This design comes from an exercise in tuning for small area, a short achievable clock period and few clock cycles per item on the open sky130 flow, not from production work.
Where RTL was checked, it was by simulation tests only, not by an equivalence proof against the original.
Only the layout flow was run in run 1; the RTL was not checked for function there.
Power and IR drop assume default switching activity.

==> flow/design.v (outline; a module is shown in full before it is edited, if it fits) <==
// module pfe_xw: 348 lines
// module pfe_xw_sigma: 365 lines
// module pfe_xw_lim: 190 lines
// module pfe_xw_wsum: 1012 lines
module pfe_xw (
    input  wire         clk,
    input  wire         rst,
    input  wire         cmd_valid,
    output wire         cmd_ready,
    input  wire [1:0]   cmd_mode,      
    input  wire [31:0]  cmd_weight,    
    input  wire [7:0]   cmd_k,         
    input  wire [271:0] cmd_model,     
    input  wire [15:0]  cmd_len,       
    input  wire         s_valid,
    output wire         s_ready,
    input  wire [15:0]  s_value,
    input  wire [3:0]   s_flags,       
    input  wire         s_rok,         
    input  wire [2:0]   s_tap,         
    output reg          m_valid,
    input  wire         m_ready,
    output reg  [15:0]  m_value,
    output reg  [3:0]   m_flags,
    output reg          m_last
);
  // ...
==> flow/flow/run.sh <==
#!/bin/bash
# The standard layout, with every input and output port buffered by a
# sky130_fd_sc_hd__buf_1 instead of the default port buffer cell.
set -euo pipefail
echo 'export BUFFER_PORTS_ARGS = -buffer_cell sky130_fd_sc_hd__buf_1' >> config.mk
bash standard.sh > standard.log 2>&1
==> flow/standard.sh <==
#!/bin/bash
# synth_recipe.tcl (not shown) runs the flow's synth.tcl, then flattens the netlist and writes it again
# the make line also repeats each setting of config.mk as NAME=value (left out here)
make -C /OpenROAD-flow-scripts/flow DESIGN_CONFIG=/design/flow/config.mk WORK_HOME=/design/flow/orfs CLKGATE_MAP_FILE= SYNTH_SCRIPT=/design/flow/synth_recipe.tcl "${@:-finish}"
==> flow/config.mk <==
export PLATFORM = sky130hd
export DESIGN_NAME = pfe_xw
export DESIGN_NICKNAME = pfe_xw
export VERILOG_FILES = /design/flow/design.v
export SDC_FILE = /design/flow/constraint.sdc
export NUM_CORES = 4
export LEC_CHECK = 0
export CAP_MARGIN = 20
export CORE_MARGIN = 2
export CORE_UTILIZATION = 65
export PLACE_DENSITY = 0.72
export SLEW_MARGIN = 20
export BUFFER_PORTS_ARGS = -buffer_cell sky130_fd_sc_hd__buf_1
==> flow/constraint.sdc <==
create_clock -name core_clock -period 26.0 [get_ports {clk}]
set_input_delay 5.2000 -clock core_clock [delete_from_list [all_inputs] [get_ports {clk}]]
set_output_delay 5.2000 -clock core_clock [all_outputs]
set_load 0.01 [all_outputs]
==> qor.yml, run 1 <==
logic_synthesis:
  synthTopCellsByCount: "edfxtp_1 (1055), inv_1 (958), fa_1 (786), ha_1 (705), and2_1 (550)"
  syn_inst: 7559
  synth-xor-area-share_pct: 3.28
  yosys_warnings: 1
  synth_top_area_share_pct: 37.1
critical_path:
  cp-end-kind: "primary output"
  cp_max_fo: 4
  critPathRequiredTime_ns: 20.80
  crit_family: "flip-flops"
  worstPathCellList: "buf_1"
global_routing:
  grt_pass1_vias: 61300
  top_usage_layer: "met2"
sta:
  post-route-period-util_pct: 26.3
  fin_skew_ns: 0.109
  final_hold_viol_count: 0
route:
  first_pass_iters: 6
  wl_met3_um: 15400
die:
  placementRows: 133
outcome:
  status: "no timing/DRC/antenna violations"
worst_hold_path:
  hold_depth: 0
cells_and_area:
  clock_area_share_pct: 4.38
  seqAreaFraction_pct: 35.1
power_and_ir_drop:
  p_sw_share_pct: 41.3
place:
  io_buffers: 382
  dp_hpwl_um: 180000
cts:
  root_buffer: "clkbuf_16"
==> module pfe_xw, before the edit <==
module pfe_xw (
    input  wire         clk,
    input  wire         rst,
    input  wire         cmd_valid,
    output wire         cmd_ready,
    input  wire [1:0]   cmd_mode,      
    input  wire [31:0]  cmd_weight,    
    input  wire [7:0]   cmd_k,         
    input  wire [271:0] cmd_model,     
    input  wire [15:0]  cmd_len,       
    input  wire         s_valid,
    output wire         s_ready,
    input  wire [15:0]  s_value,
    input  wire [3:0]   s_flags,       
    input  wire         s_rok,         
    input  wire [2:0]   s_tap,         
    output reg          m_valid,
    input  wire         m_ready,
    output reg  [15:0]  m_value,
    output reg  [3:0]   m_flags,
    output reg          m_last
);
    reg         cmd_rdy;
    reg         s_rdy;
    reg         expect_s;      
    reg  [15:0] remain;        
    reg         cur_tag;       
    reg         s_v;           
    reg         iv;            
    assign cmd_ready = cmd_rdy;
    assign s_ready   = s_rdy;
    wire cmd_fire = cmd_valid && cmd_rdy;
    wire s_fire   = s_valid && s_rdy;
    wire adv      = !s_v;      
    reg [271:0] model;
    reg [7:0]   kk0, kk1;
    reg [31:0]  wt0, wt1;
    reg [1:0]   md0, md1;
    reg  model_en;      
    wire old_busy;      
    wire cfg_en = model_en && !old_busy;
    always @(posedge clk) begin
        if (model_en)
            model <= cmd_model;
        if (cfg_en) begin
            if (cur_tag) begin
                kk0 <= cmd_k;  wt0 <= cmd_weight;  md0 <= cmd_mode;
            end else begin
                kk1 <= cmd_k;  wt1 <= cmd_weight;  md1 <= cmd_mode;
            end
        end
    end
    reg [15:0] ix;
    reg [3:0]  ifl;
    reg        irok;
    reg [2:0]  itap;
    reg        ilast;
    wire i_load = !iv || adv;
    always @(posedge clk) begin
        if (i_load) begin
            ix    <= s_value;
            ifl   <= s_flags;
            irok  <= s_rok;
            itap  <= s_tap;
            ilast <= (remain == 16'd1);
        end
    end
    reg [15:0] px0, px1, px2, px3, px4, px5, px6;
    reg [2:0]  pt0, pt1, pt2, pt3, pt4, pt5, pt6;      
    reg [6:0]  pok;                                    
    reg [6:0]  ptg;                                    
    reg [3:0]  prl;                                    
    reg [3:0]  pf0, pf1, pf2, pf3;                     
    reg [3:0]  pl;                                     
    reg [15:0] a_m0;              
    reg [16:0] a_dm;              
    reg [15:0] b_sig;             
    reg [15:0] c_lim;             
    reg [16:0] d_lo, d_hi;        
    wire [3:0] fl;
    assign fl[0] = prl[0] && (!expect_s || ptg[0] != cur_tag);
    assign fl[1] = prl[1] && (!expect_s || ptg[1] != cur_tag);
    assign fl[2] = prl[2] && (!expect_s || ptg[2] != cur_tag);
    assign fl[3] = prl[3] && (!expect_s || ptg[3] != cur_tag);
    wire en0 = adv && (iv || fl[0]);
    wire en1 = adv && (iv || fl[0] || fl[1]);
    wire en2 = adv && (iv || fl[0] || fl[1] || fl[2]);
    wire en3 = adv && (iv || fl[0] || fl[1] || fl[2] || fl[3]);
    wire [3:0]  ki  = ix[15:12];
    wire [2:0]  ko  = ki[3:1];                
    wire [3:0]  ke  = {1'b0, ki[3:1]} + {3'd0, ki[0]};    
    reg  [15:0] m_odd, m_even;
    integer q;
    always @* begin
        m_odd  = 16'd0;
        m_even = 16'd0;
        for (q = 0; q < 8; q = q + 1)
            if (ko == q[2:0]) m_odd = model[32*q + 16 +: 16];
        for (q = 0; q < 9; q = q + 1)
            if (ke == q[3:0]) m_even = model[32*q +: 16];
    end
    wire [15:0] a_m0_n = ki[0] ? m_odd  : m_even;
    wire [15:0] a_m1_n = ki[0] ? m_even : m_odd;
    wire [16:0] a_dm_n = {1'b0, a_m1_n} - {1'b0, a_m0_n};
    wire [15:0] b_sig_n;
    pfe_xw_sigma u_sigma (.m0(a_m0), .dm(a_dm), .f(px0[11:0]), .sig(b_sig_n));
    wire [7:0]  c_k = ptg[1] ? kk1 : kk0;
    wire [15:0] c_lim_n;
    pfe_xw_lim u_lim (.k(c_k), .s(b_sig), .lim(c_lim_n));
    always @(posedge clk) begin
        if (rst) begin
            prl <= 4'd0;
            pok <= 7'd0;
        end else begin
            if (en0) begin
                prl[0] <= iv;
                pok[0] <= iv && irok && !ifl[0] && !ifl[2];
            end
            if (en1) begin
                prl[1] <= en0 && prl[0];
                pok[1] <= en0 && pok[0];
            end
            if (en2) begin
                prl[2] <= en1 && prl[1];
                pok[2] <= en1 && pok[1];
            end
            if (en3) begin
                prl[3] <= en2 && prl[2];
                pok[3] <= en2 && pok[2];
                pok[6:4] <= pok[5:3];
            end
        end
    end
    always @(posedge clk) begin
        if (en0) begin
            px0 <= ix;  pt0 <= itap;  pf0 <= ifl;  pl[0] <= ilast;
            ptg[0] <= cur_tag;
            a_m0 <= a_m0_n;  a_dm <= a_dm_n;
        end
        if (en1) begin
            px1 <= px0;  pt1 <= pt0;  pf1 <= pf0;  pl[1] <= pl[0];
            ptg[1] <= ptg[0];
            b_sig <= b_sig_n;
        end
        if (en2) begin
            px2 <= px1;  pt2 <= pt1;  pf2 <= pf1;  pl[2] <= pl[1];
            ptg[2] <= ptg[1];
            c_lim <= c_lim_n;
        end
        if (en3) begin
            px3 <= px2;  pt3 <= pt2;  pf3 <= pf2;  pl[3] <= pl[2];
            ptg[3] <= ptg[2];
            d_lo <= {1'b0, px2} - {1'b0, c_lim};
            d_hi <= {1'b0, px2} + {1'b0, c_lim};
            px4 <= px3;  pt4 <= pt3;  ptg[4] <= ptg[3];
            px5 <= px4;  pt5 <= pt4;  ptg[5] <= ptg[4];
            px6 <= px5;  pt6 <= pt5;  ptg[6] <= ptg[5];
        end
    end
    wire [1:0]  e_md  = ptg[3] ? md1 : md0;
    wire        e_byp = (e_md == 2'd0) || pf3[0] || pf3[2];
    function adm_f;
        input [15:0] xj;
        input [2:0]  tj;
        input        okj;
        input        tgj;
        input [2:0]  tc;
        input        tgc;
        input [16:0] lo;
        input [16:0] hi;
        begin
            adm_f = okj && (tgj == tgc) && (tj == tc)
                    && (lo[16] || xj >= lo[15:0])
                    && (hi[16] || xj <= hi[15:0]);
        end
    endfunction
    wire a0 = !e_byp && e_md[1] && adm_f(px0, pt0, pok[0], ptg[0], pt3, ptg[3], d_lo, d_hi);
    wire a1 = !e_byp &&            adm_f(px1, pt1, pok[1], ptg[1], pt3, ptg[3], d_lo, d_hi);
    wire a2 = !e_byp &&            adm_f(px2, pt2, pok[2], ptg[2], pt3, ptg[3], d_lo, d_hi);
    wire a4 = !e_byp &&            adm_f(px4, pt4, pok[4], ptg[4], pt3, ptg[3], d_lo, d_hi);
    wire a5 = !e_byp &&            adm_f(px5, pt5, pok[5], ptg[5], pt3, ptg[3], d_lo, d_hi);
    wire a6 = !e_byp && e_md[1] && adm_f(px6, pt6, pok[6], ptg[6], pt3, ptg[3], d_lo, d_hi);
    wire [16:0] e_s1 = (a2 ? {1'b0, px2} : 17'd0) + (a4 ? {1'b0, px4} : 17'd0);
    wire [16:0] e_s2 = (a1 ? {1'b0, px1} : 17'd0) + (a5 ? {1'b0, px5} : 17'd0);
    wire [16:0] e_s3 = (a0 ? {1'b0, px0} : 17'd0) + (a6 ? {1'b0, px6} : 17'd0);
    wire [1:0]  e_n1 = {1'b0, a2} + {1'b0, a4};
    wire [1:0]  e_n2 = {1'b0, a1} + {1'b0, a5};
    wire [1:0]  e_n3 = {1'b0, a0} + {1'b0, a6};
    reg        w1_v;
    reg [15:0] w1_x;
    reg [16:0] w1_s1, w1_s2, w1_s3;
    reg [1:0]  w1_n1, w1_n2, w1_n3;
    reg [3:0]  w1_f;
    reg        w1_l, w1_tg;
    always @(posedge clk) begin
        if (rst)
            w1_v <= 1'b0;
        else if (adv)
            w1_v <= en3 && prl[3];
        if (adv) begin
            w1_x  <= px3;
            w1_s1 <= e_s1;  w1_s2 <= e_s2;  w1_s3 <= e_s3;
            w1_n1 <= e_n1;  w1_n2 <= e_n2;  w1_n3 <= e_n3;
            w1_f  <= pf3;   w1_l <= pl[3];  w1_tg <= ptg[3];
        end
    end
    wire [31:0] m_wt = w1_tg ? wt1 : wt0;
    function [10:0] wmul;       
        input [1:0] n;
        input [7:0] w;
        begin
            wmul = (n[1] ? {2'b00, w, 1'b0} : 11'd0) | (n[0] ? {3'b000, w} : 11'd0);
        end
    endfunction
    wire [10:0] m_w  = {3'd0, m_wt[7:0]} + wmul(w1_n1, m_wt[15:8])
                     + wmul(w1_n2, m_wt[23:16]) + wmul(w1_n3, m_wt[31:24]);
    wire [12:0] m_w3 = {2'b00, m_w} + {1'b0, m_w, 1'b0};
    wire [26:0] m_a, m_b;
    pfe_xw_wsum u_wsum (.wt(m_wt), .x(w1_x), .s1(w1_s1), .s2(w1_s2), .s3(w1_s3),
                        .n_a(m_a), .n_b(m_b));
    reg        w2_v;
    reg [26:0] w2_a, w2_b;
    reg [10:0] w2_w;
    reg [12:0] w2_w3;
    reg [3:0]  w2_f;
    reg        w2_l;
    always @(posedge clk) begin
        if (rst)
            w2_v <= 1'b0;
        else if (adv)
            w2_v <= w1_v;
        if (adv) begin
            w2_a <= m_a;  w2_b <= m_b;  w2_w <= m_w;  w2_w3 <= m_w3;
            w2_f <= w1_f;  w2_l <= w1_l;
        end
    end
    wire [26:0] m2_n = w2_a + w2_b + {17'd0, w2_w[10:1]};
    function [26:0] div_step;   
        input [26:0] rq;
        input [10:0] d;
        input [12:0] d3;
        reg   [13:0] t1, t2, t3;
        reg   [12:0] rr;
        reg   [10:0] r;
        reg   [15:0] nq;
        begin
            r  = rq[26:16];
            nq = rq[15:0];
            rr = {r, nq[15:14]};
            t1 = {1'b0, rr} - {3'b000, d};
            t2 = {1'b0, rr} - {2'b00, d, 1'b0};
            t3 = {1'b0, rr} - {1'b0, d3};
            if (!t3[13])      div_step = {t3[10:0], nq[13:0], 2'd3};
            else if (!t2[13]) div_step = {t2[10:0], nq[13:0], 2'd2};
            else if (!t1[13]) div_step = {t1[10:0], nq[13:0], 2'd1};
            else              div_step = {rr[10:0], nq[13:0], 2'd0};
        end
    endfunction
    reg        d1_v, d2_v, d3_v, d4_v;
    reg [26:0] d1_rq, d2_rq, d3_rq, d4_rq;
    reg [10:0] d1_d, d2_d, d3_d, d4_d;
    reg [12:0] d1_d3, d2_d3, d3_d3, d4_d3;
    reg [3:0]  d1_f, d2_f, d3_f, d4_f;
    reg        d1_l, d2_l, d3_l, d4_l;
    wire [26:0] dr1 = div_step(m2_n, w2_w, w2_w3);
    wire [26:0] dr2 = div_step(div_step(d1_rq, d1_d, d1_d3), d1_d, d1_d3);
    wire [26:0] dr3 = div_step(div_step(d2_rq, d2_d, d2_d3), d2_d, d2_d3);
    wire [26:0] dr4 = div_step(div_step(d3_rq, d3_d, d3_d3), d3_d, d3_d3);
    wire [26:0] dr5 = div_step(d4_rq, d4_d, d4_d3);
    always @(posedge clk) begin
        if (rst) begin
            d1_v <= 1'b0;
            d2_v <= 1'b0;
            d3_v <= 1'b0;
            d4_v <= 1'b0;
        end else if (adv) begin
            d1_v <= w2_v;
            d2_v <= d1_v;
            d3_v <= d2_v;
            d4_v <= d3_v;
        end
        if (adv) begin
            d1_rq <= dr1;  d1_d <= w2_w;  d1_d3 <= w2_w3;  d1_f <= w2_f;  d1_l <= w2_l;
            d2_rq <= dr2;  d2_d <= d1_d;  d2_d3 <= d1_d3;  d2_f <= d1_f;  d2_l <= d1_l;
            d3_rq <= dr3;  d3_d <= d2_d;  d3_d3 <= d2_d3;  d3_f <= d2_f;  d3_l <= d2_l;
            d4_rq <= dr4;  d4_d <= d3_d;  d4_d3 <= d3_d3;  d4_f <= d3_f;  d4_l <= d3_l;
        end
    end
    reg [15:0] sk_value;
    reg [3:0]  sk_flags;
    reg        sk_last;
    wire push = adv && d4_v;
    wire pop  = m_valid && m_ready;
    always @(posedge clk) begin
        if (rst) begin
            m_valid <= 1'b0;
            s_v     <= 1'b0;
        end else begin
            if (s_v) begin
                if (pop) begin
                    s_v <= 1'b0;
                end
            end else if (push) begin
                if (m_valid && !pop) s_v <= 1'b1;
                else                 m_valid <= 1'b1;
            end else if (pop) begin
                m_valid <= 1'b0;
            end
        end
        if (!m_valid || m_ready) begin
            m_value <= s_v ? sk_value : dr5[15:0];
            m_flags <= s_v ? sk_flags : d4_f;
            m_last  <= s_v ? sk_last  : d4_l;
        end
        if (!s_v) begin
            sk_value <= dr5[15:0];
            sk_flags <= d4_f;
            sk_last  <= d4_l;
        end
    end
    wire s_v_n = s_v ? !pop : (push && m_valid && !pop);
    wire iv_n  = s_fire || (iv && !adv);
    wire exp_n = cmd_fire || (expect_s && !(s_fire && remain == 16'd1));
    assign old_busy = (prl[0] && ptg[0] != cur_tag) || (prl[1] && ptg[1] != cur_tag)
                 || (prl[2] && ptg[2] != cur_tag) || (prl[3] && ptg[3] != cur_tag)
                 || (w1_v && w1_tg != cur_tag);
    always @(posedge clk) begin
        if (rst) begin
            cmd_rdy  <= 1'b0;
            model_en <= 1'b0;
            s_rdy    <= 1'b0;
            expect_s <= 1'b0;
            cur_tag  <= 1'b0;
            iv       <= 1'b0;
        end else begin
            expect_s <= exp_n;
            iv       <= iv_n;
            if (cmd_fire) cur_tag <= !cur_tag;
            s_rdy    <= exp_n && (!iv_n || !s_v_n);
            cmd_rdy  <= !exp_n && (!iv_n || !s_v_n) && !old_busy;
            model_en <= !exp_n && (!iv_n || !s_v_n);
        end
        if (model_en)
            remain <= cmd_len;
        else if (s_fire)
            remain <= remain - 16'd1;
    end
endmodule
==> inputs of run 2 (changes only) <==
--- a/flow/design.v
+++ b/flow/design.v
@@ -160,4 +160,20 @@
     wire [1:0]  e_md  = ptg[3] ? md1 : md0;
     wire        e_byp = (e_md == 2'd0) || pf3[0] || pf3[2];
+    function ge16;
+        input [15:0] a;
+        input [15:0] b;
+        reg   [15:0] g, l;
+        integer i, w;
+        begin
+            g = a & ~b;
+            l = ~a & b;
+            for (w = 1; w < 16; w = w * 2)
+                for (i = 0; i < 16; i = i + 2 * w) begin
+                    g[i] = g[i + w] | (~l[i + w] & g[i]);
+                    l[i] = l[i + w] | (~g[i + w] & l[i]);
+                end
+            ge16 = ~l[0];
+        end
+    endfunction
     function adm_f;
         input [15:0] xj;
@@ -171,6 +187,6 @@
         begin
             adm_f = okj && (tgj == tgc) && (tj == tc)
-                    && (lo[16] || xj >= lo[15:0])
-                    && (hi[16] || xj <= hi[15:0]);
+                    && (lo[16] || ge16(xj, lo[15:0]))
+                    && (hi[16] || ge16(hi[15:0], xj));
         end
     endfunction
==> flow/flow/run.sh (replaced) <==
#!/bin/bash
# The standard layout, with every input and output port buffered by a
# sky130_fd_sc_hd__buf_2 instead of the default port buffer cell.
set -euo pipefail
echo 'export BUFFER_PORTS_ARGS = -buffer_cell sky130_fd_sc_hd__buf_2' >> config.mk
bash standard.sh > standard.log 2>&1
--- a/flow/config.mk
+++ b/flow/config.mk
@@ -11,3 +11,3 @@
 export PLACE_DENSITY = 0.72
 export SLEW_MARGIN = 20
-export BUFFER_PORTS_ARGS = -buffer_cell sky130_fd_sc_hd__buf_1
+export BUFFER_PORTS_ARGS = -buffer_cell sky130_fd_sc_hd__buf_2
==> run 2 against run 1 <==
  * Sequential share of layout area rose by 0.17 points
  * Maximum frequency shrank 0.61%
  * Design area down 0.48%
  * Core utilization up 0.65 points
  * Synthesized cell count rose by 0.67%
  * First-iteration DRC count grew 21%
  * Via count up 2.1%
  * Global-route usage rose by 2.2 points
  * Clock skew down 0.026 ns
  * Combinational power up 6.1%
==> qor.yml, run 2 <==
cells_and_area:
  n_fill_cell: 9307  # was 9637
  largest_reg_flops: 272  # unchanged
  multi_input_area_um2: 47400  # was 48600 µm²
  area_growth_syn_to_layout_pct: 9.54  # was 8.84%
  ff_latch_area_um2: 32600  # unchanged
  largestRegisters: "model x272, wt0 x32, wt1 x32"  # unchanged
  regMostFlops: "model"  # unchanged
  final_cell_mix: "edfxtp_1 (1055), inv_1 (979), fa_1 (786), nand2_1 (621)"  # was edfxtp_1 (1055), inv_1 (956), fa_1 (786), ha_1 (704), and2_1 (550)
  fin_nets: 9622  # was 9777
  drive_above_1_share_pct: 9.89  # was 5.01%
  layout_commonest_cell: "edfxtp_1"  # unchanged
route:
  postRouteAntennaNets: 0  # unchanged
  first_pass_iters: 8  # was 6
  routedWlPerCell_um: 24.7  # was 23.7 µm
  drcViolationCount: 0  # unchanged
  via_count: 60400  # was 59100
  drtIter0Drc: 5861  # was 4825
  vias_per_cell: 6.13  # was 6.03
  drt-total-wl_um: 243000  # was 232000 µm
die:
  io_pins: 383  # unchanged
  die_area_um2: 133000  # was 134000 µm²
  start_util_pct: 65.4  # was 65.2%
  fp.coreArea_um2: 129000  # was 131000 µm²
  die_y_um: 364  # was 366 µm
  die_w_um: 364  # was 366 µm
  placementRows: 132  # was 133
logic_synthesis:
  ys_seq_area_share_pct: 38.6  # was 38.2%
  synthArstFlopShare_pct: 0  # unchanged
  synth_top_area_share_pct: 37.5  # was 37.1%
  ys_ff_latch: 1101  # unchanged
  synthTopCellsByArea: "edfxtp_1 (38%), fa_1 (19%), ha_1 (7.7%)"  # was edfxtp_1 (37%), fa_1 (18%), ha_1 (10%)
  ys_types: 103  # was 90
  yosys_most_used_dff: "edfxtp_1"  # unchanged
  synthTopCellsByCount: "edfxtp_1 (1055), inv_1 (981), fa_1 (786), nand2_1 (622), ha_1 (519)"  # was edfxtp_1 (1055), inv_1 (958), fa_1 (786), ha_1 (705), and2_1 (550)
  yosysMostFrequentCell: "edfxtp_1"  # unchanged
  synth_edf_count: 1055  # unchanged
  avgSynthCellArea_um2: 11.1  # was 11.3 µm²
  syn_area_um2: 84500  # was 85400 µm²
  yosysTopAreaCell: "edfxtp_1"  # unchanged
  syn_inst: 7610  # was 7559
  yosys_warnings: 1  # unchanged
  syn_nets: 9274  # was 9409
global_routing:
  antenna_found_initial: 71  # was 30
  grt-ovfl-total: 0  # unchanged
  grt_start_max_net_pins: 207  # was 196
  grt_pass1_vias: 61100  # was 61300
  grt_first_pass_wirelength_um: 369000  # was 357000 µm
  grt.total_usage_pct: 37.1  # was 35.0%
power_and_ir_drop:
  max-vdd-ir-drop_mv: 0.122  # was 0.131 mV
  p_leak_nw: 37.2  # was 37.6 nW
  total_power_mw: 10.1  # was 9.77 mW
  pwr_density_cell_nw_per_um2: 110  # was 105 nW/µm²
critical_path:
  crit_type: "reg2reg"  # was reg2out
  r2r_end: "d1_rq[20]"  # was d1_rq[21]
  reg2reg_from: "w2_w[1]"  # unchanged
  arrival_ns: 7.45  # was 1.63 ns
  critPathRequiredTime_ns: 26.58  # was 20.80 ns
  cp-end-kind: "flop"  # was primary output
  r2r_cells: 26  # unchanged
  cp_max_fo: 12  # was 4
  ff2ff_setup_slack_ns: 19.13  # was 19.49 ns
  cp-start-kind: "flop"  # unchanged
sta:
  tns_ns: 0  # unchanged
  maxSlewViolCount: 0  # unchanged
  fin_skew_ns: 0.0833  # was 0.109 ns
  worst_slew_pin_slew_ns: 1.25  # was 1.26 ns
  rsz0062_at_grt: "no"  # unchanged
  final_hold_viol_count: 0  # unchanged
  slew_headroom_pct: 14.4  # was 16.1%
  min_period_ns: 6.87  # was 6.83 ns
  max_freq_ghz: 0.146  # about the same
  post-route-period-util_pct: 26.4  # was 26.3%
  setup_viol: 0  # unchanged
flow_run:
  cap_violations: 0  # unchanged
cts:
  cts_tree: "built"  # unchanged
  root_buffer: "clkbuf_16"  # unchanged
  cts_setup_buffers: 0  # unchanged
  clkLatencyLatePin_ns: 0.80  # was 0.81 ns
  cts_buffers: 116  # was 114
  post_cts_resized: 0  # unchanged
  clk_pin_slew_ns: 0.07  # about the same
  cts_sinks: 1101  # unchanged
  ctsHtreeMaxLevel: 3  # unchanged
  hold_buffers: 0  # unchanged
  clk_path_buf_depth: 3  # unchanged
worst_hold_path:
  hp-start: "d3_rq[2]"  # was pf1[3]
  hold_depth: 0  # unchanged
  holdCritPathClass: "reg2reg"  # unchanged
  worstHoldEndpoint: "d4_rq[6]"  # was pf2[3]
outcome:
  status: "no timing/DRC/antenna violations"  # unchanged
place:
  place_congestion: 0.969  # was 0.954
  dp_hpwl_um: 187000  # was 180000 µm
  io_buffers: 382  # unchanged
## run 2: area by class of cell
class | count | area share [%]
inverter | 988 | 4.02
sequential | 1101 | 35.2
multi-input combinational | 5310 | 51.2
tap | 1742 | 2.36
clock inverter | 81 | 1.18
antenna | 53 | 0.143
clock buffer | 138 | 3.26
timing repair buffer | 441 | 2.58
## run 2: per-layer routing
layer  routed length (µm)  global-route usage, %  vias to the layer above
li1                     -                      -                    27000
met1                91700                   46.7                    30100
met2               118000                   61.4                     2683
met3                20200                   7.58                      622
met4                13200                   18.7                       30
met5                  206                      0                        -
## run 2: worst max-delay path: stages, from the launching register on
cell and delay [ns]:
edfxtp_1 0.49, inv_1 0.17, fa_1 0.38, inv_1 0.07, ha_1 0.17, inv_1 0.06, fa_1 0.39, nand2b_1 0.17
a21oi_1 0.22, o41ai_1 0.11, o221ai_1 0.37, o21a_1 0.19, nor2_1 0.05, xor2_1 0.57, ha_1 0.26, inv_1 0.06
fa_1 0.43, a21o_1 0.20, a21oi_1 0.21, nor2_1 0.08, o31a_1 0.25, o21a_1 0.18, o21a_1 0.19, nor4_1 0.21
o21bai_1 0.32, nand2b_1 0.44, o221ai_1 0.40
## run 2: worst max path at each step
| stage | slack [ns] | end | depth (start not counted) | from |
|---|---|---|---|---|
| final | 19.13 | d1_rq[20] | 26 | w2_w[1] |
| after global routing | 18.78 | d1_rq[20] | 26 | w2_w[1] |
| after CTS | 19.20 | d1_rq[20] | 26 | w2_w[1] |
| after detailed placement | 19.24 | d1_rq[19] | 26 | w2_w[1] |
| after global placement | 19.30 | d1_rq[20] | 26 | w2_w[1] |
| after floorplan | 10.85 | d_hi[10] | 7 | s_v |
## run 2: through the flow
| step | instance area [µm²] | hold WS (ns) | worst slack [ns] | cells | util [%] |
|---|---|---|---|---|---|
| 6_report | 92500 | 0.398 | 19.13 | 9854 | 71.6 |
| 3_3_place_gp | 88300 | 0.400 | 19.30 | 9582 | 68.3 |
| 4_1_cts | 92400 | 0.389 | 19.20 | 9801 | 71.5 |
| 3_5_place_dp | 88300 | 0.405 | 19.24 | 9582 | 68.3 |
| 5_1_grt | 92500 | 0.412 | 18.78 | 9835 | 71.6 |
| 2_1_floorplan | 84500 | 0.400 | 10.85 | 7610 | - |
## run 2: kinds of logic (layout without fill, tap and decap cells)
logic type | after synthesis | in the layout | synth area share (%)
flops | 1101 | 1101 | 38.6
xor+xnor | 299 | 299 | 3.10
simple gates | 2066 | 2066 | 12.3
compound gates | 1374 | 1374 | 10.8
buf+inv | 1199 | 1648 | 5.40
other cells | 0 | 53 | 0
fa+ha+maj | 1381 | 1381 | 27.2
mux | 190 | 190 | 2.56
## run 2: power by group
group	leakage, nW	switching (mW)	total (mW)	internal [mW]
combinational	24.3	3.38	5.78	2.40
clock	1.98	0.772	1.79	1.02
sequential	10.9	0.202	2.58	2.38
total	37.2	4.35	10.1	5.79
Testbench counts of run 2, summed over its fixed seeds: cycles 53,124, samples 52,260.
==> inputs of run 3 (changes only) <==
--- a/flow/design.v
+++ b/flow/design.v
@@ -56,4 +56,5 @@
     reg [2:0]  itap;
     reg        ilast;
+    reg [3:0]  ike;        
     wire i_load = !iv || adv;
     always @(posedge clk) begin
@@ -64,4 +65,5 @@
             itap  <= s_tap;
             ilast <= (remain == 16'd1);
+            ike   <= {1'b0, s_value[15:13]} + {3'd0, s_value[12]};
         end
     end
@@ -89,5 +91,5 @@
     wire [3:0]  ki  = ix[15:12];
     wire [2:0]  ko  = ki[3:1];                
-    wire [3:0]  ke  = {1'b0, ki[3:1]} + {3'd0, ki[0]};    
+    wire [3:0]  ke  = ike;                    
     reg  [15:0] m_odd, m_even;
     integer q;
@@ -251,5 +253,5 @@
         end
     end
-    wire [26:0] m2_n = w2_a + w2_b + {17'd0, w2_w[10:1]};
+    wire [26:0] m2_n = w2_a + w2_b;
     function [26:0] div_step;   
         input [26:0] rq;
@@ -284,4 +286,6 @@
     wire [26:0] dr4 = div_step(div_step(d3_rq, d3_d, d3_d3), d3_d, d3_d3);
     wire [26:0] dr5 = div_step(d4_rq, d4_d, d4_d3);
+    wire [10:0] half_up = {1'b0, d4_d[10:1]} + {10'd0, d4_d[0]};
+    wire [15:0] quo = dr5[15:0] + {15'd0, (dr5[26:16] >= half_up)};
     always @(posedge clk) begin
         if (rst) begin
@@ -325,10 +329,10 @@
         end
         if (!m_valid || m_ready) begin
-            m_value <= s_v ? sk_value : dr5[15:0];
+            m_value <= s_v ? sk_value : quo;
             m_flags <= s_v ? sk_flags : d4_f;
             m_last  <= s_v ? sk_last  : d4_l;
         end
         if (!s_v) begin
-            sk_value <= dr5[15:0];
+            sk_value <= quo;
             sk_flags <= d4_f;
             sk_last  <= d4_l;
--- a/flow/config.mk
+++ b/flow/config.mk
@@ -6,8 +6,8 @@
 export NUM_CORES = 4
 export LEC_CHECK = 0
-export CAP_MARGIN = 20
+export CAP_MARGIN = 50
 export CORE_MARGIN = 2
 export CORE_UTILIZATION = 65
 export PLACE_DENSITY = 0.72
-export SLEW_MARGIN = 20
+export SLEW_MARGIN = 50
 export BUFFER_PORTS_ARGS = -buffer_cell sky130_fd_sc_hd__buf_2
==> run 3 against run 2 <==
  * Highest routed layer unchanged
  * Largest cell class unchanged
  * Still clean
  * Maximum frequency rose by 3.5%
  * Design area rose by 0.62%
  * Wire length fell by 0.37%
  * Setup slack improved by 0.23 ns
  * Global-route usage fell by 0.46 points
  * Non-clock buffer count rose by 13
  * Die area rose by 0.48%
  * Via count rose by 1.0%
==> qor.yml, run 3 <==
outcome:
  status: "no timing/DRC/antenna violations"  # unchanged
logic_synthesis:
  syn_nets: 9358  # was 9274
  ys_seq_area_share_pct: 38.6  # about the same
  syn_inst: 7699  # was 7610
  syn_area_um2: 84900  # was 84500 µm²
  yosysMostFrequentCell: "edfxtp_1"  # unchanged
  synthArstFlopShare_pct: 0  # unchanged
  yosysTopAreaCell: "edfxtp_1"  # unchanged
  synthTopCellsByArea: "edfxtp_1 (37%), fa_1 (18%), ha_1 (7.7%)"  # was edfxtp_1 (38%), fa_1 (19%), ha_1 (7.7%)
  ys_types: 89  # was 103
  avgSynthCellArea_um2: 11.0  # was 11.1 µm²
  synth_edf_count: 1059  # was 1055
  synth_top_area_share_pct: 37.5  # about the same
  yosys_most_used_dff: "edfxtp_1"  # unchanged
  synthTopCellsByCount: "edfxtp_1 (1059), inv_1 (979), fa_1 (779), nand2_1 (666), ha_1 (521)"  # was edfxtp_1 (1055), inv_1 (981), fa_1 (786), nand2_1 (622), ha_1 (519)
  yosys_warnings: 1  # unchanged
  ys_ff_latch: 1105  # was 1101
cts:
  cts_sinks: 1105  # was 1101
  hold_buffers: 0  # unchanged
  ctsHtreeMaxLevel: 3  # unchanged
  cts_buffers: 114  # was 116
  post_cts_resized: 0  # unchanged
  clkLatencyLatePin_ns: 0.78  # was 0.80 ns
  clk_path_buf_depth: 3  # unchanged
  cts_setup_buffers: 0  # unchanged
  clk_pin_slew_ns: 0.06  # was 0.07 ns
  cts_tree: "built"  # unchanged
  root_buffer: "clkbuf_16"  # unchanged
route:
  routedWlPerCell_um: 24.4  # was 24.7 µm
  drtIter0Drc: 5782  # was 5861
  postRouteAntennaNets: 0  # unchanged
  first_pass_iters: 8  # unchanged
  vias_per_cell: 6.14  # was 6.13
  drcViolationCount: 0  # unchanged
  drt-total-wl_um: 242000  # was 243000 µm
  via_count: 61000  # was 60400
place:
  place_congestion: 0.966  # was 0.969
  dp_hpwl_um: 189000  # was 187000 µm
  io_buffers: 382  # unchanged
  placed_area_um2: 88900  # was 88300 µm²
critical_path:
  cp-end-kind: "flop"  # unchanged
  critPathRequiredTime_ns: 26.56  # was 26.58 ns
  cp_max_fo: 17  # was 12
  max_stage_delay_ns: 0.54  # was 0.57 ns
  path_depth: 21  # was 26
  crit_type: "reg2reg"  # unchanged
  ff2ff_setup_slack_ns: 19.36  # was 19.13 ns
  cp-start-kind: "flop"  # unchanged
  r2r_cells: 21  # was 26
  crit_family: "compound AO/OA/AOI/OAI gates"  # unchanged
  arrival_ns: 7.20  # was 7.45 ns
  crit_top_cell: "o21ai_0"  # was inv_1
  worstPathCellList: "inv_1 > ha_1 > inv_1 > fa_1 > a211oi_1 > o21ai_0 > a2111oi_2 > nor2_1 > buf_4 > o21ai_0 > mux2i_1 > ha_1 > o21ai_0 > a21boi_0 > o21ai_0 > a21boi_0 > or4_1 > a31oi_1 > o211a_1 > mux2_2 > a222oi_1"
  cp.buffers_inverters: 3  # was 4
  crit_slowest_cell: "o211a_1"  # was xor2_1
power_and_ir_drop:
  total_power_mw: 10.3  # was 10.1 mW
  max-vdd-ir-drop_mv: 0.134  # was 0.122 mV
  pwr_density_cell_nw_per_um2: 110  # about the same
  p_leak_nw: 37.6  # was 37.2 nW
sta:
  slew_headroom_pct: 48.6  # was 14.4%
  tns_ns: 0  # unchanged
  maxSlewViolCount: 0  # unchanged
  final_hold_viol_count: 0  # unchanged
  worst_slew_pin_slew_ns: 0.770  # was 1.25 ns
  max_freq_ghz: 0.151  # was 0.146 GHz
  timing.hold.ws_ns: 0.388  # was 0.398 ns
  rsz0062_at_grt: "no"  # unchanged
  setup_viol: 0  # unchanged
  post-route-period-util_pct: 25.5  # was 26.4%
  fin_skew_ns: 0.0891  # was 0.0833 ns
  min_period_ns: 6.64  # was 6.87 ns
cells_and_area:
  final_cell_area_um2: 93100  # was 92500 µm²
  largest_reg_flops: 272  # unchanged
  fin_nets: 9719  # was 9622
  n_fill_cell: 9350  # was 9307
  final_util_pct: 71.9  # was 71.6%
  drive_above_1_share_pct: 9.74  # was 9.89%
  final_cell_mix: "edfxtp_1 (1059), inv_1 (975), fa_1 (779), nand2_1 (664), ha_1 (521)"  # was edfxtp_1 (1055), inv_1 (979), fa_1 (786), nand2_1 (621)
  area_growth_syn_to_layout_pct: 9.69  # was 9.54%
  regMostFlops: "model"  # unchanged
  largestRegisters: "model x272, wt0 x32, wt1 x32"  # unchanged
  layout_commonest_cell: "edfxtp_1"  # unchanged
die:
  die_y_um: 365  # was 364 µm
  die_w_um: 365  # was 364 µm
  fp.coreArea_um2: 129000  # about the same
  io_pins: 383  # unchanged
  start_util_pct: 65.5  # was 65.4%
  die_area_um2: 133000  # about the same
  placementRows: 132  # unchanged
global_routing:
  grt_start_max_net_pins: 113  # was 207
  grt.total_usage_pct: 36.7  # was 37.1%
  grt-ovfl-total: 0  # unchanged
  antenna_found_initial: 46  # was 71
  grt_pass1_vias: 62600  # was 61100
  grt_first_pass_wirelength_um: 366000  # was 369000 µm
worst_hold_path:
  hold_depth: 0  # unchanged
  holdCritPathClass: "reg2reg"  # unchanged
flow_run:
  cap_violations: 0  # unchanged
==> run 3: cells by family (layout without fill, tap and decap cells) <==
group | after synthesis | in the layout | synth area share [%]
adder cells (fa/ha/maj) | 1371 | 1371 | 26.9
buffers and inverters | 1194 | 1655 | 5.30
XOR/XNOR | 369 | 369 | 3.81
AO/OA/AOI/OAI | 1406 | 1406 | 11.1
other | 0 | 38 | 0
AND/OR/NAND/NOR | 2087 | 2087 | 12.2
multiplexers | 167 | 167 | 2.09
flip-flops | 1105 | 1105 | 38.6
==> run 3: per-layer routing <==
layer | track usage [%] | share of wire (%) | up-vias
li1 | - | - | 27300
met1 | 45.3 | 37 | 30300
met2 | 60.6 | 48 | 2705
met3 | 8.36 | 8.9 | 664
met4 | 19.2 | 5.9 | 16
met5 | 0 | 0.043 | -
==> run 3: power by group <==
part	switching, mW	total, mW	internal, mW
logic	3.44	5.95	2.51
clock network	0.741	1.71	0.965
registers	0.198	2.59	2.39
==> run 3: per-stage QoR <==
stage | worst slack (ns) | cells
after floorplan | 11.31 | 7699
after global placement | 19.52 | 9668
after detailed placement | 19.46 | 9681
after CTS | 19.44 | 9897
after global routing | 18.83 | 9933
final | 19.36 | 9940
==> run 3: worst paths after layout <==
check,startpoint,to
worst max-delay path,d2_rq[15],d3_rq[17]
worst min-delay path,d2_d[4],d3_d[4]
worst max register to register,d2_rq[15],d3_rq[17]
worst min register to register,d2_d[4],d3_d[4]
==> run 3: final cells by class <==
type                       count  area, µm²  area share (%)
timing repair buffer         454       2580            2.77
inverter                     985       3710            3.99
clock buffer                 142       3050            3.28
sequential                  1105      32700            35.2
clock inverter                74        886           0.952
multi-input combinational   5400      47900            51.4
antenna                       38       95.1           0.102
tap                         1742       2180            2.34
==> run 3: worst register-to-register path, cell delays in order (launching register included) <==
cell and delay, ns:
edfxtp_1 0.51, inv_1 0.10, ha_1 0.17, inv_1 0.06, fa_1 0.42, a211oi_1 0.33, o21ai_0 0.21, a2111oi_2 0.46
nor2_1 0.10, buf_4 0.21, o21ai_0 0.35, mux2i_1 0.53, ha_1 0.36, o21ai_0 0.11, a21boi_0 0.16, o21ai_0 0.24
a21boi_0 0.19, or4_1 0.44, a31oi_1 0.29, o211a_1 0.54, mux2_2 0.40, a222oi_1 0.32
Testbench counts of run 3, summed over its fixed seeds: cycles 53,124, samples 52,260.
==> inputs of run 4 (changes only) <==
--- a/flow/config.mk
+++ b/flow/config.mk
@@ -6,8 +6,9 @@
 export NUM_CORES = 4
 export LEC_CHECK = 0
-export CAP_MARGIN = 50
+export ABC_AREA = 1
+export CAP_MARGIN = 20
 export CORE_MARGIN = 2
 export CORE_UTILIZATION = 65
 export PLACE_DENSITY = 0.72
-export SLEW_MARGIN = 50
+export SLEW_MARGIN = 20
 export BUFFER_PORTS_ARGS = -buffer_cell sky130_fd_sc_hd__buf_2
==> run 4 against run 3 <==
  * Design area up 3.5%
  * Sequential power about the same
  * Cell count up 20%
  * First-iteration DRC count up 37%
  * Setup slack worse by 0.22 ns
  * Wire length up 15%
  * Via count up 17%
  * Synthesized cell count up 25%
  * Combinational power up 9.6%
  * Largest cell class unchanged
  * Largest power group unchanged
==> qor.yml, run 4 <==
worst_hold_path:
  holdCritPathClass: "reg2reg"  # unchanged
global_routing:
  grt_pass1_vias: 71600  # was 62600
  grt.total_usage_pct: 40.0  # was 36.7%
  grt-ovfl-total: 0  # unchanged
  grt_first_pass_wirelength_um: 420000  # was 366000 µm
  antenna_found_initial: 65  # was 46
  grt_start_max_net_pins: 194  # was 113
route:
  via_count: 71400  # was 61000
  routedWlPerCell_um: 23.3  # was 24.4 µm
  first_pass_iters: 6  # was 8
  postRouteAntennaNets: 0  # unchanged
  drcViolationCount: 0  # unchanged
  drtIter0Drc: 7938  # was 5782
  vias_per_cell: 5.99  # was 6.14
  drt-total-wl_um: 279000  # was 242000 µm
die:
  placementRows: 135  # was 132
  die_area_um2: 139000  # was 133000 µm²
  die_y_um: 373  # was 365 µm
  fp.coreArea_um2: 135000  # was 129000 µm²
  start_util_pct: 65.5  # about the same
  io_pins: 383  # unchanged
  die_w_um: 373  # was 365 µm
logic_synthesis:
  synthArstFlopShare_pct: 0  # unchanged
  yosys_most_used_dff: "edfxtp_1"  # unchanged
  syn_area_um2: 88600  # was 84900 µm²
  avgSynthCellArea_um2: 9.18  # was 11.0 µm²
  synthTopCellsByArea: "edfxtp_1 (36%), fa_1 (18%), nand2_1 (8.2%)"  # was edfxtp_1 (37%), fa_1 (18%), ha_1 (7.7%)
  syn_inst: 9654  # was 7699
  ys_ff_latch: 1105  # unchanged
  yosysMostFrequentCell: "nand2_1"  # was edfxtp_1
  synth_edf_count: 1059  # unchanged
  syn_nets: 11300  # was 9358
  ys_seq_area_share_pct: 36.9  # was 38.6%
  synth_top_area_share_pct: 35.9  # was 37.5%
  synthTopCellsByCount: "nand2_1 (1928), inv_1 (1748), edfxtp_1 (1059), nor2_1 (853), fa_1 (779)"  # was edfxtp_1 (1059), inv_1 (979), fa_1 (779), nand2_1 (666), ha_1 (521)
  yosysTopAreaCell: "edfxtp_1"  # unchanged
  ys_types: 80  # was 89
  yosys_warnings: 1  # unchanged
critical_path:
  critPathRequiredTime_ns: 26.53  # was 26.56 ns
  max_stage_delay_ns: 0.58  # was 0.54 ns
  crit_type: "reg2reg"  # unchanged
  arrival_ns: 7.39  # was 7.20 ns
  worstPathCellList: "buf_4 > inv_1 > or2_2 > nand2_1 > inv_1 > nand2_1 > fa_1 > fa_1 > fa_1 > fa_1 > fa_1 > fa_1 > inv_1 > fa_1 > fa_1"  # was inv_1 > ha_1 > inv_1 > fa_1 > a211oi_1 > o21ai_0 > a2111oi_2 > nor2_1 > buf_4 > o21ai_0 > mux2i_1 > ha_1 > o21ai_0 > a21boi_0 > o21ai_0 > a21boi_0 > or4_1 > a31oi_1 > o211a_1 > mux2_2 > a222oi_1
  cp.buffers_inverters: 4  # was 3
  crit_slowest_cell: "fa_1"  # was o211a_1
  crit_family: "adder cells"  # was compound AO/OA/AOI/OAI gates
  cp-start-kind: "flop"  # unchanged
  cp_max_fo: 34  # was 17
  cp-end-kind: "flop"  # unchanged
  crit_top_cell: "fa_1"  # was o21ai_0
outcome:
  status: "no timing/DRC/antenna violations"  # unchanged
cells_and_area:
  largestRegisters: "model x272, wt0 x32, wt1 x32"  # unchanged
  ff_latch_area_um2: 32700  # unchanged
  fin_nets: 11700  # was 9719
  largest_reg_flops: 272  # unchanged
  multi_input_area_um2: 48400  # was 47900 µm²
  drive_above_1_share_pct: 8.66  # was 9.74%
  n_fill_cell: 10300  # was 9350
  layout_commonest_cell: "nand2_1"  # was edfxtp_1
  area_growth_syn_to_layout_pct: 8.75  # was 9.69%
  final_cell_mix: "nand2_1 (1926), inv_1 (1747), edfxtp_1 (1059), nor2_1 (851), fa_1 (779)"  # was edfxtp_1 (1059), inv_1 (975), fa_1 (779), nand2_1 (664), ha_1 (521)
  regMostFlops: "model"  # unchanged
sta:
  setup_viol: 0  # unchanged
  final_hold_viol_count: 0  # unchanged
  post-route-period-util_pct: 26.4  # was 25.5%
  tns_ns: 0  # unchanged
  fin_skew_ns: 0.0709  # was 0.0891 ns
  maxSlewViolCount: 0  # unchanged
  min_period_ns: 6.86  # was 6.64 ns
  rsz0062_at_grt: "no"  # unchanged
  max_freq_ghz: 0.146  # was 0.151 GHz
  layout_setup_ws_ns: 19.14  # was 19.36 ns
  worst_slew_pin_slew_ns: 1.30  # was 0.770 ns
  slew_headroom_pct: 13.2  # was 48.6%
cts:
  hold_buffers: 0  # unchanged
  clk_pin_slew_ns: 0.07  # was 0.06 ns
  clk_path_buf_depth: 3  # unchanged
  clkLatencyLatePin_ns: 0.82  # was 0.78 ns
  cts_sinks: 1105  # unchanged
  cts_tree: "built"  # unchanged
  ctsHtreeMaxLevel: 3  # unchanged
  post_cts_resized: 0  # unchanged
  cts_setup_buffers: 0  # unchanged
  root_buffer: "clkbuf_16"  # unchanged
  cts_buffers: 114  # unchanged
place:
  dp_hpwl_um: 219000  # was 189000 µm
  dp_slack_ns: 19.20  # was 19.46 ns
  io_buffers: 382  # unchanged
  place_congestion: 1.05  # was 0.966
flow_run:
  cap_violations: 0  # unchanged
power_and_ir_drop:
  p_leak_nw: 42.6  # was 37.6 nW
  max-vdd-ir-drop_mv: 0.135  # was 0.134 mV
  pwr_density_cell_nw_per_um2: 112  # was 110 nW/µm²
==> run 4: power breakdown <==
group	switching (mW)	total (mW)	leakage, nW	internal [mW]
combinational	4.25	6.52	29.8	2.27
sequential	0.224	2.59	10.9	2.37
clock	0.753	1.69	1.84	0.936
total	5.22	10.8	42.6	5.58
==> run 4: cell families (layout without fill, tap and decap cells) <==
kind of cell	after synthesis	in the layout	synth area share, %
AO/OA/AOI/OAI	1320	1320	8.73
XOR/XNOR	341	341	3.37
adder cells (fa/ha/maj)	1300	1300	25.0
buffers and inverters	1974	2423	8.54
flip-flops	1105	1105	36.9
multiplexers	11	11	0.124
other	0	53	0
AND/OR/NAND/NOR	3603	3603	17.3
==> run 4: final cells by class <==
type / instances / share of cell area (%)
clock inverter: 66 / 0.842
tap: 1781 / 2.31
sequential: 1105 / 34.0
clock buffer: 146 / 3.15
multi-input combinational: 6575 / 50.3
inverter: 1781 / 6.95
timing repair buffer: 430 / 2.37
antenna: 53 / 0.138
==> run 4: metal layers <==
metal  wire (µm)  up-vias  track usage [%]
li1            -    32100                -
met1      102000    34300             50.8
met2      127000     4030             63.4
met3       28700     1017             8.28
met4       20100       18             24.4
met5         125        -                0
==> run 4: worst paths after layout <==
| check | from | end | slack (ns) | depth (start not counted) |
|---|---|---|---|---|
| min reg2reg | d3_rq[10] | d4_rq[14] | 0.41 | 0 |
| max reg2reg | w1_tg | w2_b[17] | 19.14 | 15 |
| min | d3_rq[10] | d4_rq[14] | 0.41 | 0 |
| max | w1_tg | w2_b[17] | 19.14 | 15 |
==> run 4: worst reg2reg max path, cell delays in order (launching register included) <==
cell	delay [ns]
edfxtp_1	0.32
buf_4	0.48
inv_1	0.51
or2_2	0.42
nand2_1	0.31
inv_1	0.39
nand2_1	0.20
fa_1	0.44
fa_1	0.50
fa_1	0.58
fa_1	0.48
fa_1	0.42
fa_1	0.56
inv_1	0.06
fa_1	0.49
fa_1	0.49
==> run 4: per-stage QoR <==
| step | util, % | power [mW] | cell area [µm²] | hold slack, ns | std cells |
|---|---|---|---|---|---|
| 3_5_place_dp | 68.3 | 8.96 | 92400 | 0.405 | 11700 |
| 4_1_cts | 71.1 | 10.7 | 96200 | 0.415 | 11900 |
| 5_1_grt | 71.2 | 11.6 | 96300 | 0.420 | 11900 |
| 2_1_floorplan | - | 7.21 | 88600 | 0.400 | 9654 |
| 6_report | 71.2 | 10.8 | 96300 | 0.413 | 11900 |
| 3_3_place_gp | 68.3 | 8.86 | 92400 | 0.401 | 11700 |
==> inputs of run 5 (changes only) <==
--- a/flow/config.mk
+++ b/flow/config.mk
@@ -6,5 +6,4 @@
 export NUM_CORES = 4
 export LEC_CHECK = 0
-export ABC_AREA = 1
 export CAP_MARGIN = 20
 export CORE_MARGIN = 2
==> run 5 against run 4 <==
  * Still clean on timing, DRC and antenna
  * Non-clock buffer count up 6
  * Cell count shrank 17%
  * Global-route usage shrank 3.2 points
  * Core utilization rose by 0.41 points
  * Critical path depth grew 9
  * First-iteration DRC count shrank 28%
  * Synthesized cell count decreased by 20%
  * Wire length decreased by 13%
  * Setup slack better by 0.15 ns
  * Synthesized area fell by 4.2%
  * Flip-flop and latch count unchanged
  * Clock power about the same
  * Critical endpoint is now d2_rq[17]
  * Largest cell class unchanged
==> qor.yml, run 5 <==
outcome:
  status: "no timing/DRC/antenna violations"  # unchanged
logic_synthesis:
  synthTopCellsByCount: "edfxtp_1 (1059), inv_1 (979), fa_1 (779), nand2_1 (666), ha_1 (521)"  # was nand2_1 (1928), inv_1 (1748), edfxtp_1 (1059), nor2_1 (853), fa_1 (779)
  synthAdderAreaFrac_pct: 26.9  # was 25.0%
  synth-xor-area-share_pct: 3.81  # was 3.37%
  synth_compound_area_share_pct: 11.1  # was 8.73%
  yosysTopAreaCell: "edfxtp_1"  # unchanged
  ys_seq_area_share_pct: 38.6  # was 36.9%
  syn_area_um2: 84900  # was 88600 µm²
  avgSynthCellArea_um2: 11.0  # was 9.18 µm²
  synth-simple-area-share_pct: 12.2  # was 17.3%
  synth_top_family_by_area: "adder cells"  # unchanged
  synthArstFlopShare_pct: 0  # unchanged
  synthMuxAreaShare_pct: 2.09  # was 0.124%
  yosys_most_used_dff: "edfxtp_1"  # unchanged
  syn_nets: 9358  # was 11300
  yosysMostFrequentCell: "edfxtp_1"  # was nand2_1
  ys_ff_latch: 1105  # unchanged
  synthTopCellsByArea: "edfxtp_1 (37%), fa_1 (18%), ha_1 (7.7%)"  # was edfxtp_1 (36%), fa_1 (18%), nand2_1 (8.2%)
  yosys_warnings: 1  # unchanged
  synth_top_area_share_pct: 37.5  # was 35.9%
  synth_edf_count: 1059  # unchanged
  syn_inst: 7699  # was 9654
  ys_types: 89  # was 80
sta:
  setup_viol: 0  # unchanged
  maxSlewViolCount: 0  # unchanged
  rsz0062_at_grt: "no"  # unchanged
  layout_setup_ws_ns: 19.29  # was 19.14 ns
  fin_skew_ns: 0.0856  # was 0.0709 ns
  worst_slew_pin_slew_ns: 1.19  # was 1.30 ns
  max_freq_ghz: 0.149  # was 0.146 GHz
  slew_headroom_pct: 20.9  # was 13.2%
  post-route-period-util_pct: 25.8  # was 26.4%
  final_hold_viol_count: 0  # unchanged
  timing.hold.ws_ns: 0.415  # was 0.413 ns
  min_period_ns: 6.71  # was 6.86 ns
  tns_ns: 0  # unchanged
worst_hold_path:
  holdCritPathClass: "reg2reg"  # unchanged
  hp-start: "d1_d3[4]"  # was d3_rq[10]
cells_and_area:
  fin_nets: 9700  # was 11700
  largest_reg_flops: 272  # unchanged
  n_fill_cell: 9517  # was 10300
  regMostFlops: "model"  # unchanged
  multi_input_area_um2: 47800  # was 48400 µm²
  largestRegisters: "model x272, wt0 x32, wt1 x32"  # unchanged
  area_growth_syn_to_layout_pct: 9.26  # was 8.75%
  layout_commonest_cell: "edfxtp_1"  # was nand2_1
  ff_latch_area_um2: 32700  # unchanged
  final_cell_mix: "edfxtp_1 (1059), inv_1 (976), fa_1 (779), nand2_1 (665), ha_1 (521)"  # was nand2_1 (1926), inv_1 (1747), edfxtp_1 (1059), nor2_1 (851), fa_1 (779)
  drive_above_1_share_pct: 9.34  # was 8.66%
place:
  dp_slack_ns: 19.38  # was 19.20 ns
  dp_hpwl_um: 188000  # was 219000 µm
  io_buffers: 382  # unchanged
  place_congestion: 0.966  # was 1.05
critical_path:
  cp-start-kind: "flop"  # unchanged
  critPathLaunch: "d1_rq[15]"  # was w1_tg
  crit_slowest_cell: "a2111oi_4"  # was fa_1
  arrival_ns: 7.19  # was 7.39 ns
  reg2reg_from: "d1_rq[15]"  # was w1_tg
  worstPathCellList: "inv_1 > ha_1 > inv_1 > fa_1 > a21oi_1 > o211ai_1 > o41ai_1 > o21bai_1 > buf_4 > inv_1 > a21o_1 > nor2_1 > a21oi_1 > ha_1 > o21a_1 > o31ai_1 > a21boi_0 > o21a_1 > o21ai_0 > o21ai_0 > a21o_1 > a2111oi_4 > mux2i_1 > o221a_2"  # was buf_4 > inv_1 > or2_2 > nand2_1 > inv_1 > nand2_1 > fa_1 > fa_1 > fa_1 > fa_1 > fa_1 > fa_1 > inv_1 > fa_1 > fa_1
  crit_type: "reg2reg"  # unchanged
  max_stage_delay_ns: 0.99  # was 0.58 ns
  cp-end-kind: "flop"  # unchanged
  cp_max_fo: 19  # was 34
  crit_top_cell: "inv_1"  # was fa_1
  critPathRequiredTime_ns: 26.48  # was 26.53 ns
global_routing:
  grt_first_pass_wirelength_um: 366000  # was 420000 µm
  grt_start_max_net_pins: 213  # was 194
  grt.total_usage_pct: 36.7  # was 40.0%
  grt_pass1_vias: 62600  # was 71600
  antenna_found_initial: 46  # was 65
  grt-ovfl-total: 0  # unchanged
cts:
  cts_sinks: 1105  # unchanged
  clk_pin_slew_ns: 0.06  # was 0.07 ns
  ctsHtreeMaxLevel: 3  # unchanged
  root_buffer: "clkbuf_16"  # unchanged
  post_cts_resized: 0  # unchanged
  clkLatencyLatePin_ns: 0.78  # was 0.82 ns
  cts_buffers: 113  # was 114
  hold_buffers: 0  # unchanged
  cts_tree: "built"  # unchanged
  cts_setup_buffers: 0  # unchanged
  clk_path_buf_depth: 3  # unchanged
route:
  vias_per_cell: 6.15  # was 5.99
  first_pass_iters: 9  # was 6
  drcViolationCount: 0  # unchanged
  routedWlPerCell_um: 24.3  # was 23.3 µm
  drt-total-wl_um: 242000  # was 279000 µm
  via_count: 61000  # was 71400
  postRouteAntennaNets: 0  # unchanged
  drtIter0Drc: 5718  # was 7938
die:
  placementRows: 132  # was 135
  die_y_um: 365  # was 373 µm
  die_w_um: 365  # was 373 µm
  start_util_pct: 65.5  # about the same
  fp.coreArea_um2: 129000  # was 135000 µm²
  die_area_um2: 133000  # was 139000 µm²
  io_pins: 383  # unchanged
power_and_ir_drop:
  total_power_mw: 10.2  # was 10.8 mW
  pwr_density_cell_nw_per_um2: 110  # was 112 nW/µm²
  max-vdd-ir-drop_mv: 0.146  # was 0.135 mV
  p_leak_nw: 37.4  # was 42.6 nW
flow_run:
  cap_violations: 0  # unchanged
[run 5: changes by cell type in the layout (fill, tap and decap cells not counted), sizes merged, moves of 85 or more]
cell	previous run	this run
a21oi	555	319
xor2	239	133
inv	1780	986
and2	3	483
xnor2	102	236
a21o	35	120
nand4	110	19
nor2	919	346
nand2	1959	666
nand3	395	92
nor2b	0	181
mux2i	11	102
[run 5: final cells by class]
type	instances	area share [%]
timing repair buffer	436	2.51
tap	1742	2.35
antenna	42	0.113
sequential	1105	35.3
multi-input combinational	5400	51.5
inverter	985	4.00
clock inverter	73	0.996
clock buffer	140	3.22
[run 5: critical path: cells and delay by family, from the launching register on]
family          cells  cell delay (ns)
simple gates        1             0.06
flops               1             0.51
buf+inv             4             0.50
fa+ha+maj           3             0.95
mux                 1             0.19
compound gates     15             4.25
[run 5: through the flow]
| stage | util, % | instances | cell area, µm² |
|---|---|---|---|
| 6_report | 71.6 | 9923 | 92700 |
| 5_1_grt | 71.6 | 9912 | 92700 |
| 4_1_cts | 71.5 | 9881 | 92600 |
| 3_5_place_dp | 68.5 | 9668 | 88700 |
| 3_3_place_gp | 68.5 | 9668 | 88700 |
| 2_1_floorplan | - | 7699 | 84900 |
[run 5: final timing paths]
kind / depth (start not counted) / slack [ns] / endpoint
worst max register to register: 24 / 19.29 / d2_rq[17]
worst min register to register: 0 / 0.41 / d2_d3[4]
worst max-delay path: 24 / 19.29 / d2_rq[17]
worst min-delay path: 0 / 0.41 / d2_d3[4]
[run 5: logic make-up (layout without fill, tap and decap cells)]
kind of cell | count (synthesis) | in the layout
other | 0 | 42
DFF | 1105 | 1105
buffers and inverters | 1194 | 1634
and+or+nand+nor | 2087 | 2087
adders and majority gates | 1371 | 1371
xor gates and xnor gates | 369 | 369
muxes | 167 | 167
AOI/OAI and AO/OA | 1406 | 1406
[run 5: where the power goes]
part | switching, mW | internal [mW]
sequential | 0.197 | 2.40
clock | 0.736 | 0.965
combinational | 3.43 | 2.50
[run 5: routing by layer]
layer	GRT usage, %	vias to the layer above	share of wire, %
met5	0	-	0.031
met4	18.7	12	5.8
met3	7.81	636	8.9
met2	60.8	2769	48
met1	45.8	30400	37
li1	-	27300	-
==> inputs of run 6 (changes only) <==
--- a/flow/config.mk
+++ b/flow/config.mk
@@ -6,8 +6,8 @@
 export NUM_CORES = 4
 export LEC_CHECK = 0
-export CAP_MARGIN = 20
+export CAP_MARGIN = 80
 export CORE_MARGIN = 2
 export CORE_UTILIZATION = 65
 export PLACE_DENSITY = 0.72
-export SLEW_MARGIN = 20
+export SLEW_MARGIN = 60
 export BUFFER_PORTS_ARGS = -buffer_cell sky130_fd_sc_hd__buf_2
==> run 6 against run 5 <==
  * Critical path type unchanged
  * Setup slack worse by 0.68 ns
  * Critical path depth is 6 higher
  * Clock skew is 0.0037 ns higher
  * Maximum frequency is 9.2% lower
  * Register-to-register slack worse by 0.68 ns
  * Via count is 3.6% higher
  * Die area stayed put
  * Hold slack worse by 0.024 ns
  * Cell count is 5.3% higher
==> qor.yml, run 6 <==
logic_synthesis:
  ys_ff_latch: 1105  # unchanged
  ys_seq_area_share_pct: 38.6  # unchanged
  avgSynthCellArea_um2: 11.0  # unchanged
  syn_nets: 9358  # unchanged
  synthArstFlopShare_pct: 0  # unchanged
  yosysTopAreaCell: "edfxtp_1"  # unchanged
  synthTopCellsByArea: "edfxtp_1 (37%), fa_1 (18%), ha_1 (7.7%)"  # unchanged
  yosys_most_used_dff: "edfxtp_1"  # unchanged
  ys_types: 89  # unchanged
  synth_top_area_share_pct: 37.5  # unchanged
  yosys_warnings: 1  # unchanged
  syn_area_um2: 84900  # unchanged
  yosysMostFrequentCell: "edfxtp_1"  # unchanged
  synth_edf_count: 1059  # unchanged
  synthTopCellsByCount: "edfxtp_1 (1059), inv_1 (979), fa_1 (779), nand2_1 (666), ha_1 (521)"  # unchanged
  syn_inst: 7699  # unchanged
cts:
  cts_sinks: 1105  # unchanged
  cts_buffers: 111  # was 113
  post_cts_resized: 0  # unchanged
  cts_setup_buffers: 0  # unchanged
  clk_path_buf_depth: 3  # unchanged
  clkLatencyLatePin_ns: 0.80  # was 0.78 ns
  hold_buffers: 0  # unchanged
  clk_pin_slew_ns: 0.06  # about the same
  ctsHtreeMaxLevel: 3  # unchanged
  cts_tree: "built"  # unchanged
  root_buffer: "clkbuf_16"  # unchanged
critical_path:
  cp-start-kind: "flop"  # unchanged
  max_stage_delay_ns: 0.60  # was 0.99 ns
  crit_type: "reg2reg"  # unchanged
  critPathRequiredTime_ns: 26.46  # was 26.48 ns
  crit_top_cell: "inv_1"  # unchanged
  arrival_ns: 7.85  # was 7.19 ns
  cp-end-kind: "flop"  # unchanged
  crit_slowest_cell: "clkdlybuf4s50_1"  # was a2111oi_4
  cp_max_fo: 19  # unchanged
sta:
  setup_viol: 0  # unchanged
  tns_ns: 0  # unchanged
  max_freq_ghz: 0.135  # was 0.149 GHz
  timing.hold.ws_ns: 0.391  # was 0.415 ns
  maxSlewViolCount: 0  # unchanged
  worst_slew_pin_slew_ns: 0.570  # was 1.19 ns
  min_period_ns: 7.39  # was 6.71 ns
  fin_skew_ns: 0.0894  # was 0.0856 ns
  post-route-period-util_pct: 28.4  # was 25.8%
  slew_headroom_pct: 62.0  # was 20.9%
  rsz0062_at_grt: "no"  # unchanged
  final_hold_viol_count: 0  # unchanged
global_routing:
  antenna_found_initial: 46  # unchanged
  grt-ovfl-total: 0  # unchanged
  grt_first_pass_wirelength_um: 376000  # was 366000 µm
  grt.total_usage_pct: 37.4  # was 36.7%
  grt_start_max_net_pins: 81  # was 213
  grt_pass1_vias: 65600  # was 62600
cells_and_area:
  largestRegisters: "model x272, wt0 x32, wt1 x32"  # unchanged
  area_growth_syn_to_layout_pct: 14.2  # was 9.26%
  largest_reg_flops: 272  # unchanged
  final_cell_mix: "edfxtp_1 (1059), inv_1 (975), fa_1 (779), nand2_1 (664), buf_2 (547)"  # was edfxtp_1 (1059), inv_1 (976), fa_1 (779), nand2_1 (665), ha_1 (521)
  fin_nets: 10200  # was 9700
  drive_above_1_share_pct: 13.2  # was 9.34%
  regMostFlops: "model"  # unchanged
  layout_commonest_cell: "edfxtp_1"  # unchanged
power_and_ir_drop:
  pwr_density_cell_nw_per_um2: 110  # about the same
  p_leak_nw: 39.9  # was 37.4 nW
  total_power_mw: 10.6  # was 10.2 mW
  max-vdd-ir-drop_mv: 0.150  # was 0.146 mV
route:
  routedWlPerCell_um: 23.6  # was 24.3 µm
  met1_length_um: 92400  # was 90200 µm
  drt-total-wl_um: 247000  # was 242000 µm
  wl_met2_um: 119000  # was 116000 µm
  drcViolationCount: 0  # unchanged
  drtIter0Drc: 5863  # was 5718
  highest_layer: "met5"  # unchanged
  vias_per_cell: 6.06  # was 6.15
  wl_met3_um: 20800  # was 21400 µm
  first_pass_iters: 8  # was 9
  postRouteAntennaNets: 0  # unchanged
  via_count: 63300  # was 61000
outcome:
  status: "no timing/DRC/antenna violations"  # unchanged
die:
  placementRows: 132  # unchanged
  start_util_pct: 65.5  # unchanged
  die_w_um: 365  # unchanged
  die_y_um: 365  # unchanged
  fp.coreArea_um2: 129000  # unchanged
  io_pins: 383  # unchanged
  die_area_um2: 133000  # unchanged
flow_run:
  cap_violations: 0  # unchanged
worst_hold_path:
  holdCritPathClass: "reg2reg"  # unchanged
place:
  dp_hpwl_um: 198000  # was 188000 µm
  place_congestion: 0.966  # unchanged
  io_buffers: 382  # unchanged
## run 6: cell count changes in the layout (fill, tap and decap cells not counted), sizes merged, moves of 2 or more
cell           change
buf              +458
bufinv             -5
clkbuf             +2
clkdlybuf4s25     +17
clkdlybuf4s50     +40
diode              -6
dlymetal6s2s       +6
inv                +6
## run 6: routing by layer
metal  track usage, %  vias to the layer above
li1                 -                    28400
met1             45.7                    31400
met4             19.7                       16
met5                0                        -
met3             8.42                      722
met2             62.3                     2781
## run 6: worst max-delay path: cells and delay by family, from the launching register on
kind                     cells  cell delay (ns)
AO/OA/AOI/OAI               15             3.31
AND/OR/NAND/NOR              1             0.06
multiplexers                 1             0.09
flip-flops                   1             0.51
adder cells (fa/ha/maj)      3             0.88
buffers and inverters       10             2.33
## run 6: final cells by class
type / instances / area, µm²
fill: 8915 / 32600
tap: 1742 / 2180
timing repair buffer: 967 / 6440
sequential: 1105 / 32700
inverter: 985 / 3720
multi-input combinational: 5400 / 48000
clock buffer: 134 / 2970
antenna: 36 / 90.1
clock inverter: 76 / 838
## run 6: final timing paths
check,depth (start not counted),end,slack (ns),startpoint
setup / recovery,30,d2_rq[17],18.61,d1_rq[15]
hold / removal,0,d2_d3[4],0.39,d1_d3[4]
setup reg to reg,30,d2_rq[17],18.61,d1_rq[15]
hold reg to reg,0,d2_d3[4],0.39,d1_d3[4]
## run 6: kinds of logic (layout without fill, tap and decap cells)
group | after synthesis | after routing | synth area share (%)
compound gates | 1406 | 1406 | 11.1
fa+ha+maj | 1371 | 1371 | 26.9
mux | 167 | 167 | 2.09
flops | 1105 | 1105 | 38.6
buf+inv | 1194 | 2162 | 5.30
xor+xnor | 369 | 369 | 3.81
simple gates | 2087 | 2087 | 12.2
other cells | 0 | 36 | 0
## run 6: power by group
| part | internal, mW | switching (mW) | leakage, nW | total (mW) |
|---|---|---|---|---|
| Clock | 0.918 | 0.748 | 1.84 | 1.67 |
| Sequential | 2.39 | 0.175 | 11.0 | 2.57 |
| Combinational | 2.82 | 3.58 | 27.0 | 6.39 |
| Total | 6.13 | 4.50 | 39.9 | 10.6 |
## run 6: through the flow
stage	util [%]	setup WS [ns]	instances	area [µm²]
after floorplan	-	11.31	7699	84900
after global placement	68.5	19.52	9668	88700
after detailed placement	71.6	19.21	10200	92700
after CTS	74.5	19.11	10400	96500
after global routing	74.8	18.06	10400	96900
final	74.8	18.61	10400	96900

[re-timing with driven ports]
Ports are ideal in the flow. The routed layouts listed here were re-timed in OpenROAD. Step 1, drivers: a clkbuf_16 drives clk and a buf_2 each remaining input, both assumed. Step 2 times the ports against the registers' clock, not the clock port: input delays grow and output delays shrink by t, the midpoint of the rising clock arrivals with the driver on. Slacks: ideal ports / drivers / drivers and shift; pairs: ideal ports / drivers.
run | t, ns | setup WS [ns] | worst slew at a driven data input, ns
run 1 | 0.833 | 19.171 / 19.090 / 19.195 | 0.22
run 2 | 0.847 | 19.128 / 19.128 / 19.128 | 0.18
run 3 | 0.821 | 19.361 / 19.361 / 19.361 | 0.22
run 4 | 0.861 | 19.137 / 19.137 / 19.137 | 0.18
run 5 | 0.828 | 19.288 / 19.288 / 19.288 | 0.22
run 6 | 0.825 | 18.610 / 18.610 / 18.610 | 0.21
After both steps setup and hold are still met in every run listed.
